What follows belongs to an exercise in optimizing a design on an open flow for small area and a short achievable clock period; a production flow would make more cautious choices. Function was checked by simulation only, so behaviour that the tests miss may differ from the original. The clock port is modelled as an ideal driver, which makes a skipped or thinned clock tree look cheaper than it is; a real chip needs a root buffer or a tree.

Setup of v34:
==> flow/design.v (excerpt) <==
module fehel_flit_rx (
    input  wire        clk,
    input  wire        rst,
    input  wire        in_valid,
    input  wire [63:0] in_data,
    output reg         res_valid,
    output reg         res_crc_ok,
    output wire        res_ctrl,
    output wire [3:0]  res_err,        
    output wire [4:0]  res_msgs,
    output wire [19:0] res_vc_slots,   
    output wire [11:0] res_fseq,
    output wire [11:0] res_fack
);
    reg  [63:0] u;
    wire [63:0] m_u;
    wire x64 = u[39] ^ u[59];
    wire x65 = u[0] ^ u[56];
    wire x66 = u[46] ^ u[51];
    wire x67 = u[47] ^ u[52];
    wire x68 = u[4] ^ u[58];
    wire x69 = u[8] ^ u[43];
    wire x70 = u[9] ^ u[44];
    wire x71 = u[21] ^ u[26];
    wire x72 = u[15] ^ u[45];
    wire x73 = u[22] ^ u[27];
    wire x74 = u[40] ^ u[60];
    wire x75 = u[41] ^ u[61];
    wire x76 = u[18] ^ u[32];
    wire x77 = u[19] ^ u[33];
    wire x78 = u[20] ^ u[34];
    wire x79 = u[50] ^ u[54];
    wire x80 = u[5] ^ u[12];
    wire x81 = u[48] ^ u[55];
    wire x82 = u[35] ^ u[63];
    wire x83 = u[16] ^ u[53];
    wire x84 = u[6] ^ u[29];
    wire x85 = u[7] ^ u[28];
    wire x86 = u[13] ^ u[49];
    wire x87 = u[10] ^ u[62];
    wire x88 = u[17] ^ u[42];
    wire x89 = u[23] ^ u[30];
    wire x90 = u[24] ^ u[31];
    wire x91 = u[25] ^ x76;
    wire x92 = u[11] ^ x66;
    wire x93 = u[14] ^ u[57];
    wire x94 = u[36] ^ x73;
    wire x95 = x67 ^ x72;
    wire x96 = x64 ^ x68;
    wire x97 = x71 ^ x82;
    wire x98 = u[1] ^ x69;
  ...
Size in the first run: ~1500 cells after synthesis, ~160 flip-flops, ~120 I/O pins, ~15000 sq um of cells after synthesis.
==> flow/config.mk <==
export PLATFORM = sky130hd
export DESIGN_NAME = fehel_flit_rx
export DESIGN_NICKNAME = fehel_flit_rx
export VERILOG_FILES = /design/flow/design.v
export SDC_FILE = /design/flow/constraint.sdc
export NUM_CORES = 4
export LEC_CHECK = 0
export CAP_MARGIN = 20
export CORE_MARGIN = 2
export CORE_UTILIZATION = 55
export SLEW_MARGIN = 20
==> flow/constraint.sdc <==
create_clock -name core_clock -period 12.0 [get_ports {clk}]
set_input_delay 2.4000 -clock core_clock [delete_from_list [all_inputs] [get_ports {clk}]]
set_output_delay 2.4000 -clock core_clock [all_outputs]
set_load 0.01 [all_outputs]
standard.sh (not shown) runs the stock make flow with config.mk's settings and CLKGATE_MAP_FILE= SYNTH_SCRIPT=/design/flow/synth_recipe.tcl, a recipe that flattens the netlist after the stock synthesis.
==> flow/flow/run.sh <==
#!/bin/bash
# Layout: the standard ORFS flow (standard.sh), with these changes:
#  - every port gets a plain buf_1 as its port buffer;
#  - clock tree: two short levels of clock buffers (flow/cts_manual.tcl,
#    8 leaf buffers under 4 root buffers);
#  - the timing repair after CTS and after global routing aims for a setup
#    slack margin of 8.8 ns.
#  Placement settings: PLACE_DENSITY=0.7. Repair settings: SKIP_CTS_REPAIR_TIMING=1.
# Each make call's output goes to its own make_*.log; ORFS keeps each tool's
# log under orfs/logs/.
set -euo pipefail
H=$PWD
B="BUFFER_PORTS_ARGS=-buffer_cell sky130_fd_sc_hd__buf_1"
C="PRE_CTS_TCL=$H/flow/cts_manual.tcl"
bash standard.sh "$B" "$C" synth > make_synth.log 2>&1
bash standard.sh "$B" "$C" PLACE_DENSITY=0.7 floorplan place > make_place.log 2>&1
bash standard.sh "$B" "$C" PLACE_DENSITY=0.7 SETUP_SLACK_MARGIN=8.8 SKIP_CTS_REPAIR_TIMING=1 cts > make_cts.log 2>&1
bash standard.sh "$B" "$C" PLACE_DENSITY=0.7 SETUP_SLACK_MARGIN=8.8 SKIP_CTS_REPAIR_TIMING=1 finish > make_finish.log 2>&1
==> flow/flow/cts_manual.tcl <==
# Sourced by ORFS's cts.tcl as PRE_CTS_TCL. Replaces clock_tree_synthesis
# with a short two-level clock tree: the registers are split by location
# into NLEAF groups of equal size (halving by x, then by y, ...), each driven
# by a leaf clock buffer at the group's centre; the leaf buffers are split
# the same way into NROOT groups, each driven by a root clock buffer at its
# centre. The clock port feeds only the NROOT root buffers, and every
# register sees exactly one root and one leaf buffer.

proc mcts_split { items n } {
  set groups [list $items]
  set axis 0
  while { [llength $groups] < $n } {
    set ng {}
    foreach g $groups {
      set s [lsort -integer -index $axis $g]
      set h [expr { [llength $s] / 2 }]
      lappend ng [lrange $s 0 [expr { $h - 1 }]] [lrange $s $h end]
    }
    set groups $ng
    set axis [expr { 1 - $axis }]
  }
  return $groups
}

proc mcts_drive { block master name in_net group } {
  # group: list of {x y iterm}; returns {cx cy A-iterm}
  set sx 0; set sy 0
  foreach s $group { incr sx [lindex $s 0]; incr sy [lindex $s 1] }
  set n [llength $group]
  set cx [expr { $sx / $n }]
  set cy [expr { $sy / $n }]
  set inst [odb::dbInst_create $block $master $name]
  set net [odb::dbNet_create $block "${name}_net"]
  $net setSigType CLOCK
  [$inst findITerm X] connect $net
  foreach s $group {
    set it [lindex $s 2]
    $it disconnect
    $it connect $net
  }
  $inst setLocation [expr { $cx - [$master getWidth] / 2 }] [expr { $cy - [$master getHeight] / 2 }]
  $inst setPlacementStatus PLACED
  set a [$inst findITerm A]
  $a connect $in_net
  puts "manual_cts: $name drives $n pins at ($cx, $cy)"
  return [list $cx $cy $a]
}

proc manual_cts { } {
  set nleaf 8
  set nroot 4
  if { [info exists ::env(MCTS_NLEAF)] } { set nleaf $::env(MCTS_NLEAF) }
  if { [info exists ::env(MCTS_NROOT)] } { set nroot $::env(MCTS_NROOT) }
  set block [ord::get_db_block]
  set db [ord::get_db]
  set leafcell sky130_fd_sc_hd__clkbuf_16
  set rootcell sky130_fd_sc_hd__clkbuf_16
  if { [info exists ::env(MCTS_LEAF)] } { set leafcell $::env(MCTS_LEAF) }
  if { [info exists ::env(MCTS_ROOT)] } { set rootcell $::env(MCTS_ROOT) }
  set leafm [$db findMaster $leafcell]
  set rootm [$db findMaster $rootcell]
  set clk_net [$block findNet clk]
  set sinks {}
  foreach it [$clk_net getITerms] {
    set bb [[$it getInst] getBBox]
    lappend sinks [list [expr { ([$bb xMin] + [$bb xMax]) / 2 }] \
                        [expr { ([$bb yMin] + [$bb yMax]) / 2 }] $it]
  }
  set leaves {}
  set k 0
  foreach g [mcts_split $sinks $nleaf] {
    lappend leaves [mcts_drive $block $leafm "clkbuf_leaf_$k" $clk_net $g]
    incr k
  }
  set k 0
  foreach g [mcts_split $leaves $nroot] {
    mcts_drive $block $rootm "clkbuf_root_$k" $clk_net $g
    incr k
  }
  $clk_net setSigType CLOCK
  set_propagated_clock [all_clocks]
}

rename clock_tree_synthesis orig_clock_tree_synthesis
proc clock_tree_synthesis { args } {
  manual_cts
}
[inputs] v53 vs v34
- CORE_UTILIZATION: 55 -> 50
==> flow/flow/run.sh <==
#!/bin/bash
# Layout: the standard ORFS flow (standard.sh), with these changes:
#  - every port gets a plain buf_1 as its port buffer;
#  - clock tree: two short levels of clock buffers (flow/cts_manual.tcl,
#    8 leaf buffers under 2 root buffers);
#  - the timing repair after CTS and after global routing aims for a setup
#    slack margin of 8.7 ns.
#  Placement settings: none. Repair settings: none.
# Each make call's output goes to its own make_*.log; ORFS keeps each tool's
# log under orfs/logs/.
set -euo pipefail
H=$PWD
B="BUFFER_PORTS_ARGS=-buffer_cell sky130_fd_sc_hd__buf_1"
C="PRE_CTS_TCL=$H/flow/cts_manual.tcl"
bash standard.sh "$B" "$C" synth > make_synth.log 2>&1
bash standard.sh "$B" "$C"  floorplan place > make_place.log 2>&1
bash standard.sh "$B" "$C"  SETUP_SLACK_MARGIN=8.7  cts > make_cts.log 2>&1
bash standard.sh "$B" "$C"  SETUP_SLACK_MARGIN=8.7  finish > make_finish.log 2>&1
--- a/flow/flow/cts_manual.tcl
+++ b/flow/flow/cts_manual.tcl
@@ -50,3 +50,3 @@
   set nleaf 8
-  set nroot 4
+  set nroot 2
   if { [info exists ::env(MCTS_NLEAF)] } { set nleaf $::env(MCTS_NLEAF) }
v53 has completed all stages; timing, DRC and antenna checks passed.
Proportion of cell area occupied by multi-input gates: higher on v53
Relative to v34, core utilization decreased by 7.9 points in v53.
The critical path startpoint comes out fack[4]$_DFFE_PP_ in one run and fseq[2]$_DFFE_PP_ in the other, namely in v34 and v53 respectively.
Going from v34 to v53, the length in cells of the worst reg-to-reg path was found to have gone down by 1.
There was hardly any difference in cell count between v34 and v53.
Summary of the comparison: layout overhead on the synthesized area is lower in v53, relative to v34.
Input changes introduced in v27 (baseline for comparison: v53):
- a change of CORE_UTILIZATION from 50 to 55
==> flow/flow/run.sh <==
#!/bin/bash
# Layout: the standard ORFS flow (standard.sh), with these changes:
#  - every port gets a plain buf_1 as its port buffer;
#  - clock tree: two short levels of clock buffers (flow/cts_manual.tcl,
#    8 leaf buffers under 4 root buffers);
#  - the timing repair after CTS and after global routing aims for a setup
#    slack margin of 8.75 ns.
#  Placement settings: PLACE_DENSITY=0.7 GPL_ROUTABILITY_DRIVEN=0. Repair settings: none.
# Each make call's output goes to its own make_*.log; ORFS keeps each tool's
# log under orfs/logs/.
set -euo pipefail
H=$PWD
B="BUFFER_PORTS_ARGS=-buffer_cell sky130_fd_sc_hd__buf_1"
C="PRE_CTS_TCL=$H/flow/cts_manual.tcl"
bash standard.sh "$B" "$C" synth > make_synth.log 2>&1
bash standard.sh "$B" "$C" PLACE_DENSITY=0.7 GPL_ROUTABILITY_DRIVEN=0 floorplan place > make_place.log 2>&1
bash standard.sh "$B" "$C" PLACE_DENSITY=0.7 GPL_ROUTABILITY_DRIVEN=0 SETUP_SLACK_MARGIN=8.75  cts > make_cts.log 2>&1
bash standard.sh "$B" "$C" PLACE_DENSITY=0.7 GPL_ROUTABILITY_DRIVEN=0 SETUP_SLACK_MARGIN=8.75  finish > make_finish.log 2>&1
--- a/flow/flow/cts_manual.tcl
+++ b/flow/flow/cts_manual.tcl
@@ -50,3 +50,3 @@
   set nleaf 8
-  set nroot 2
+  set nroot 4
   if { [info exists ::env(MCTS_NLEAF)] } { set nleaf $::env(MCTS_NLEAF) }
### Flow results
- Average detailed-routed wire length per instance delta for v27 relative to v53: 11% lower
- More vias were needed by v27 than by v53.
- Summary of v27 over v53: cell area went down 150 sq um, number of optimization iterations in the first detailed-route pass up 3, die boundary height went down, standard-cell row count went down.
### v27 -> v45
==> flow/flow/run.sh <==
#!/bin/bash
# Layout: the standard ORFS flow (standard.sh), with these changes:
#  - every port gets a plain buf_1 as its port buffer;
#  - clock tree: two short levels of clock buffers (flow/cts_manual.tcl,
#    8 leaf buffers under 4 root buffers);
#  - the timing repair after CTS and after global routing aims for a setup
#    slack margin of 8.75 ns.
#  Placement settings: PLACE_DENSITY=0.7. Repair settings: none.
# Each make call's output goes to its own make_*.log; ORFS keeps each tool's
# log under orfs/logs/.
set -euo pipefail
H=$PWD
B="BUFFER_PORTS_ARGS=-buffer_cell sky130_fd_sc_hd__buf_1"
C="PRE_CTS_TCL=$H/flow/cts_manual.tcl"
bash standard.sh "$B" "$C" synth > make_synth.log 2>&1
bash standard.sh "$B" "$C" PLACE_DENSITY=0.7 floorplan place > make_place.log 2>&1
bash standard.sh "$B" "$C" PLACE_DENSITY=0.7 SETUP_SLACK_MARGIN=8.75  cts > make_cts.log 2>&1
bash standard.sh "$B" "$C" PLACE_DENSITY=0.7 SETUP_SLACK_MARGIN=8.75  finish > make_finish.log 2>&1
## What came out
v45 vs v27, worst setup path endpoint: u[19]$_DFFE_PP_ vs u[46]$_DFFE_PP_
The insertion delay to the later sink of the worst-skew pair was comparable across v45 and v27.
v45 against v27: fraction of standard cell area in multi-input logic comparable.
--- input diff v45..v59 ---
--- a/flow/flow/run.sh
+++ b/flow/flow/run.sh
@@ -7,3 +7,3 @@
 #    slack margin of 8.75 ns.
-#  Placement settings: PLACE_DENSITY=0.7. Repair settings: none.
+#  Placement settings: PLACE_DENSITY=0.65. Repair settings: none.
 # Each make call's output goes to its own make_*.log; ORFS keeps each tool's
@@ -15,4 +15,4 @@
 bash standard.sh "$B" "$C" synth > make_synth.log 2>&1
-bash standard.sh "$B" "$C" PLACE_DENSITY=0.7 floorplan place > make_place.log 2>&1
-bash standard.sh "$B" "$C" PLACE_DENSITY=0.7 SETUP_SLACK_MARGIN=8.75  cts > make_cts.log 2>&1
-bash standard.sh "$B" "$C" PLACE_DENSITY=0.7 SETUP_SLACK_MARGIN=8.75  finish > make_finish.log 2>&1
+bash standard.sh "$B" "$C" PLACE_DENSITY=0.65 floorplan place > make_place.log 2>&1
+bash standard.sh "$B" "$C" PLACE_DENSITY=0.65 SETUP_SLACK_MARGIN=8.75  cts > make_cts.log 2>&1
+bash standard.sh "$B" "$C" PLACE_DENSITY=0.65 SETUP_SLACK_MARGIN=8.75  finish > make_finish.log 2>&1
==> comparison <==
Going from v45 to v59, share of cell area taken by flip-flops and latches -0.20 points; area added between synthesis and finish +0.92 points; worst path setup slack after routing +7.1 ps.
Diff v45 -> v59: post-synthesis cell area barely changed, final design area excluding fillers climbed 0.82%.
The inputs of v36 differ from those of v59 as listed below.
==> flow/flow/run.sh <==
#!/bin/bash
# Layout: the standard ORFS flow (standard.sh), with these changes:
#  - every port gets a plain buf_1 as its port buffer;
#  - clock tree: two short levels of clock buffers (flow/cts_manual.tcl,
#    8 leaf buffers under 2 root buffers);
#  - the timing repair after CTS and after global routing aims for a setup
#    slack margin of 8.8 ns.
#  Placement settings: none. Repair settings: none.
# Each make call's output goes to its own make_*.log; ORFS keeps each tool's
# log under orfs/logs/.
set -euo pipefail
H=$PWD
B="BUFFER_PORTS_ARGS=-buffer_cell sky130_fd_sc_hd__buf_1"
C="PRE_CTS_TCL=$H/flow/cts_manual.tcl"
bash standard.sh "$B" "$C" synth > make_synth.log 2>&1
bash standard.sh "$B" "$C"  floorplan place > make_place.log 2>&1
bash standard.sh "$B" "$C"  SETUP_SLACK_MARGIN=8.8  cts > make_cts.log 2>&1
bash standard.sh "$B" "$C"  SETUP_SLACK_MARGIN=8.8  finish > make_finish.log 2>&1
--- a/flow/flow/cts_manual.tcl
+++ b/flow/flow/cts_manual.tcl
@@ -50,3 +50,3 @@
   set nleaf 8
-  set nroot 4
+  set nroot 2
   if { [info exists ::env(MCTS_NLEAF)] } { set nleaf $::env(MCTS_NLEAF) }
Notes after the runs:
v36 and v59 ended up with nearly the same post-detailed-placement cell area. Sort v36 and v59 by number of cells on the critical path, descending, and v59 comes first. When v36 is measured against v59, its register-to-register setup slack turns out 60 ps higher. v59 has higher total routing usage reported by global routing than v36. Compared v59 against v36; worst setup slack within noise. Compared to v59, v36 has area added between synthesis and finish 2.5 points higher. Re weighted congestion reported at the end of routability-driven placement: v36 and v59 aren't equal, and the lower value belongs to v59. As far as clock slew seen by the registers of the worst setup and hold paths is concerned, v36 and v59 perform about the same.
In every run of this note, the design's own scripts or RTL, not TritonCTS, make the clock network.

[static timing again, ports no longer ideal]
The results above use ideal ports. As a check the final layouts listed here were re-extracted and re-timed, cells and wires unchanged.
Step 1 (the two cells are an assumption about what drives the block):
set clk [get_ports {clk}]
set_driving_cell -lib_cell sky130_fd_sc_hd__clkbuf_16 $clk
set_driving_cell -lib_cell sky130_fd_sc_hd__buf_2 [delete_from_list [all_inputs] $clk]
Step 2 moves the port delays by t, midway between the first and last clock arrival at a register: inputs arrive t later, outputs are due t later. That takes back most of the time a late clock gives input paths.
Three values: ideal ports, drivers, drivers and shift; two values: the first two.
| run | t (ns) | setup slack, ns | hold WS [ns] | worst register clock-pin slew, ns | worst slew at a driven data input, ns |
|---|---|---|---|---|---|
| v34 | 0.416 | 8.752 / 8.632 / 8.482 | 0.497 / 0.497 / 0.497 | 0.12 / 0.12 | 0.06 |
| v53 | 0.417 | 8.681 / 8.605 / 8.485 | 0.478 / 0.478 / 0.478 | 0.11 / 0.11 | 0.06 |
| v27 | 0.411 | 8.658 / 8.639 / 8.492 | 0.481 / 0.481 / 0.481 | 0.12 / 0.12 | 0.06 |
| v45 | 0.412 | 8.710 / 8.639 / 8.492 | 0.504 / 0.504 / 0.504 | 0.12 / 0.12 | 0.06 |
| v59 | 0.416 | 8.717 / 8.639 / 8.490 | 0.487 / 0.487 / 0.487 | 0.11 / 0.11 | 0.06 |
| v36 | 0.410 | 8.714 / 8.640 / 8.450 | 0.479 / 0.479 / 0.479 | 0.10 / 0.10 | 0.05 |
After both steps every run listed still meets setup and hold. The setup slack of v34, which loses most, moves by -0.120 ns with the drivers and by -0.270 ns with both steps.
